This is an optimization exercise on Yosys and OpenROAD, whose aim is small area, a short achievable clock period and few clock cycles per item, not a production implementation.
Function was checked by simulation only, so behaviour that the tests miss may differ from the original.

willow:
Design gst_ecc, start of the top module:
module gst_ecc (
    input  wire        clk,
    input  wire        rst,
    input  wire        req_valid,
    output wire        req_ready,
    input  wire [1:0]  req_op,        
    input  wire [33:0] req_addr,      
    input  wire [31:0] req_origin,
    input  wire [79:0] req_cw,        
    input  wire [63:0] req_wdata,     
    input  wire [7:0]  req_wmask,     
    output reg         rsp_valid,
    input  wire        rsp_ready,
    output wire [63:0] rsp_data,
    output wire        rsp_wr,
    output wire [79:0] rsp_cw,
    output wire [1:0]  rsp_weight,    
    output wire        rsp_poison,
    input  wire        stat_clr,      
    input  wire [1:0]  log_clr,       
    output wire [63:0] eccstat,
    output wire [63:0] ecclog,
    output wire [31:0] eccorg
);
Size in the first run: about 3700 cells after synthesis, ~25000 um2 of cells after synthesis.
clock: 25.0 ns
lec_check: 0
abc_area: 1
cap_margin: 20
core_margin: 2
core_utilization: 60
place_density: 0.72
slew_margin: 20
standard.sh (not shown) runs the stock make flow with config.mk's settings and CLKGATE_MAP_FILE= SYNTH_SCRIPT=/design/flow/synth_recipe.tcl, a recipe that flattens the netlist after the stock synthesis.
==> flow/flow/run.sh <==
#!/bin/bash
# The standard layout, with the ports buffered by the smallest buffer
# (sky130_fd_sc_hd__buf_1) instead of the default delay buffer, and timing
# repair aiming 14 ns below the clock period.
set -euo pipefail
bash standard.sh "BUFFER_PORTS_ARGS=-buffer_cell sky130_fd_sc_hd__buf_1" SETUP_SLACK_MARGIN=14 finish > standard_flow.log 2>&1
Testbench counts of willow, summed over its fixed seeds: cycles 12,008, items 12,000.
Relative to willow, the following input files were edited for sierra:
- ABC_AREA no longer set, was 1
## What came out
- Total CTS buffers in sierra is about 10% below willow.
- Largest fanout of any net on the critical path, willow and sierra, higher one = willow.
- sierra reports a lower met2 wirelength from detailed routing than willow does.
- Routability-driven placement congestion ratio went up by a few percent going from willow to sierra.
- On clock-pin slew on the worst setup and hold paths, willow and sierra are basically level.
- Between willow and sierra, the flow reports die area decreasing by a little under 10%.
- The worst slack on hold paths of sierra was inferior to that of willow.
For lagoon, these inputs were changed with respect to sierra:
- PLACE_DENSITY no longer set, was 0.72
- CORE_UTILIZATION now 40, was 60
==> flow/flow/run.sh <==
#!/bin/bash
# The standard layout, with the ports buffered by the smallest buffer
# (sky130_fd_sc_hd__buf_1) instead of the default delay buffer, and timing
# repair aiming 15 ns below the clock period.
set -euo pipefail
bash standard.sh "BUFFER_PORTS_ARGS=-buffer_cell sky130_fd_sc_hd__buf_1" SETUP_SLACK_MARGIN=15 finish > standard_flow.log 2>&1
Notes after the runs:
Aggregate global routing overflow: lagoon vs sierra identical
Worst setup slack in lagoon is 120 ps above sierra.
In lagoon relative to sierra, area of the core region had gone up by more than a quarter.
> inputs changed (lagoon -> tundra)
- putting PLACE_DENSITY at 0.72 where nothing was set
- swapping 40 for 60 in CORE_UTILIZATION
==> flow/flow/run.sh <==
#!/bin/bash
# The standard layout, with the ports buffered by the smallest buffer
# (sky130_fd_sc_hd__buf_1) instead of the default delay buffer, and timing
# repair aiming 14.5 ns below the clock period.
set -euo pipefail
bash standard.sh "BUFFER_PORTS_ARGS=-buffer_cell sky130_fd_sc_hd__buf_1" SETUP_SLACK_MARGIN=14.5 finish > standard_flow.log 2>&1
Against lagoon, non-clock buffer count in tundra fell by more than 10%.
lagoon finished end to end and its layout was clean on timing, DRC and antenna.
tundra: flow completed, timing, DRC and antenna clean
First-pass GRT wire length of tundra falls short of that of lagoon by a little under 10%.
lagoon and tundra ended up with nearly the same flip-flop and latch count.
Edits applied to the flow inputs when going from tundra to yarrow:
- removing PLACE_DENSITY (formerly 0.72)
- changing CORE_UTILIZATION from 60 to 40
==> flow/flow/run.sh <==
#!/bin/bash
# The standard layout, with the ports buffered by the smallest buffer
# (sky130_fd_sc_hd__buf_1) instead of the default delay buffer, and timing
# repair aiming 14 ns below the clock period.
set -euo pipefail
bash standard.sh "BUFFER_PORTS_ARGS=-buffer_cell sky130_fd_sc_hd__buf_1" SETUP_SLACK_MARGIN=14 finish > standard_flow.log 2>&1
Notes after the runs:
- Both conditions hold for yarrow: the flow ran to the end and the final layout passed the timing, design-rule and antenna checks.
- yarrow reports a lower non-clock buffer count than tundra does.
- The higher H-tree level count came out of yarrow.
- Reported for yarrow and tundra, total area of sequential cells turned out identical to the last digit.
- Taking tundra as the reference, in yarrow non-clock buffer contribution to total cell area -3.3 points; wire length of the first global-routing pass +about 6%.
- Comparing the two runs side by side, yarrow comes out ahead of tundra on area of all placed cells without fillers.
- Looking at most common library cell in the layout ignoring fill and taps, the buf_1 result is from tundra; the xnor2_1 one comes from yarrow.
Input-level comparison between violet and yarrow:
- an added CTS_CLUSTER_DIAMETER of 60
- an added PLACE_DENSITY of 0.72
- an added CTS_CLUSTER_SIZE of 24
- a change of CORE_UTILIZATION from 40 to 60
Notes after the runs:
Compared to yarrow, violet shows a narrower setup margin. Area: violet vs yarrow -> violet smaller. Delta (violet minus yarrow): clock-buffer cell count saw a decrease; achievable frequency shows a reduction of 0.54%; largest net degree at the start of global routing picked up an extra 22%; transition time at the pin with the least slew margin moved up.

========
gst_ecc, a different RTL version from the one above (not shown whole).
For scale: ~2900 cells after synthesis, ~300 flip-flops, ~540 I/O pins, roughly 27000 um^2 of cells after synthesis.
clock: 25.0 ns
lec_check: 0
cap_margin: 20
core_margin: 2
core_utilization: 40
slew_margin: 20
run.sh (not shown) runs the stock make flow with config.mk's settings and CLKGATE_MAP_FILE= SYNTH_SCRIPT=/design/flow/synth_recipe.tcl, a recipe that flattens the netlist after the stock synthesis.
Stock flow here: none of the scripts above is used.
Testbench counts at the start, summed over its fixed seeds: cycles 12,008, items 12,000.
Rerun with:
==> flow/flow/run.sh (new file) <==
#!/bin/bash
# The standard layout, with the ports buffered by the smallest buffer
# (sky130_fd_sc_hd__buf_1) instead of the default delay buffer.
set -euo pipefail
bash standard.sh "BUFFER_PORTS_ARGS=-buffer_cell sky130_fd_sc_hd__buf_1" finish > standard_flow.log 2>&1
==> flow/standard.sh (new file) <==
#!/bin/bash
# synth_recipe.tcl (not shown) runs the flow's synth.tcl, then flattens the netlist and writes it again
# the make line also repeats each setting of config.mk as NAME=value (left out here)
make -C /OpenROAD-flow-scripts/flow DESIGN_CONFIG=/design/flow/config.mk WORK_HOME=/design/flow/orfs CLKGATE_MAP_FILE= SYNTH_SCRIPT=/design/flow/synth_recipe.tcl "${@:-finish}"
removed: flow/run.sh
Outcome:
- first-iteration DRC count climbs by 17%
- setup slack gets better by 0.53 ns
- wire length drops by 5.9%
- sequential share of layout area climbs by 2.4 points

## separate check: timing with driven ports
The results above use ideal ports. As a check the final layouts listed here were re-extracted and re-timed, cells and wires unchanged.
Step 1 sets driving cells, clkbuf_16 on the clock port and buf_2 on the other inputs (assumed; they add their load-dependent delay and slew).
Step 2 moves the port delays by t, midway between the first and last clock arrival at a register: inputs arrive t later, outputs are due t later. That takes back most of the time a late clock gives input paths.
Three values: ideal ports, drivers, drivers and shift; two values: the first two.
run | t (ns) | slack for setup (ns) | worst setup path at the end | cell pins on the clock port's net
willow | 0.621 | 14.229 / 14.204 / 13.957 | input to register | 1
sierra | 0.607 | 14.136 / 14.155 / 13.549 | input to register | 1
lagoon | 0.593 | 14.253 / 14.267 / 13.673 | input to register | 1
tundra | 0.610 | 14.326 / 14.345 / 13.735 | input to register | 1
yarrow | 0.591 | 14.115 / 14.134 / 13.543 | input to register | 1
violet | 0.571 | 14.055 / 14.090 / 13.519 | input to register | 1
the first run of note 2 | 0.632 | 11.341 / 11.274 / 11.906 | register to output | 1
the second run of note 2 | 0.627 | 11.868 / 11.803 / 12.431 | register to output | 1
After both steps setup and hold are still met in every run listed. For tundra, which loses most, drivers alone change the setup slack by +0.019 ns; drivers and shift together by -0.591 ns.
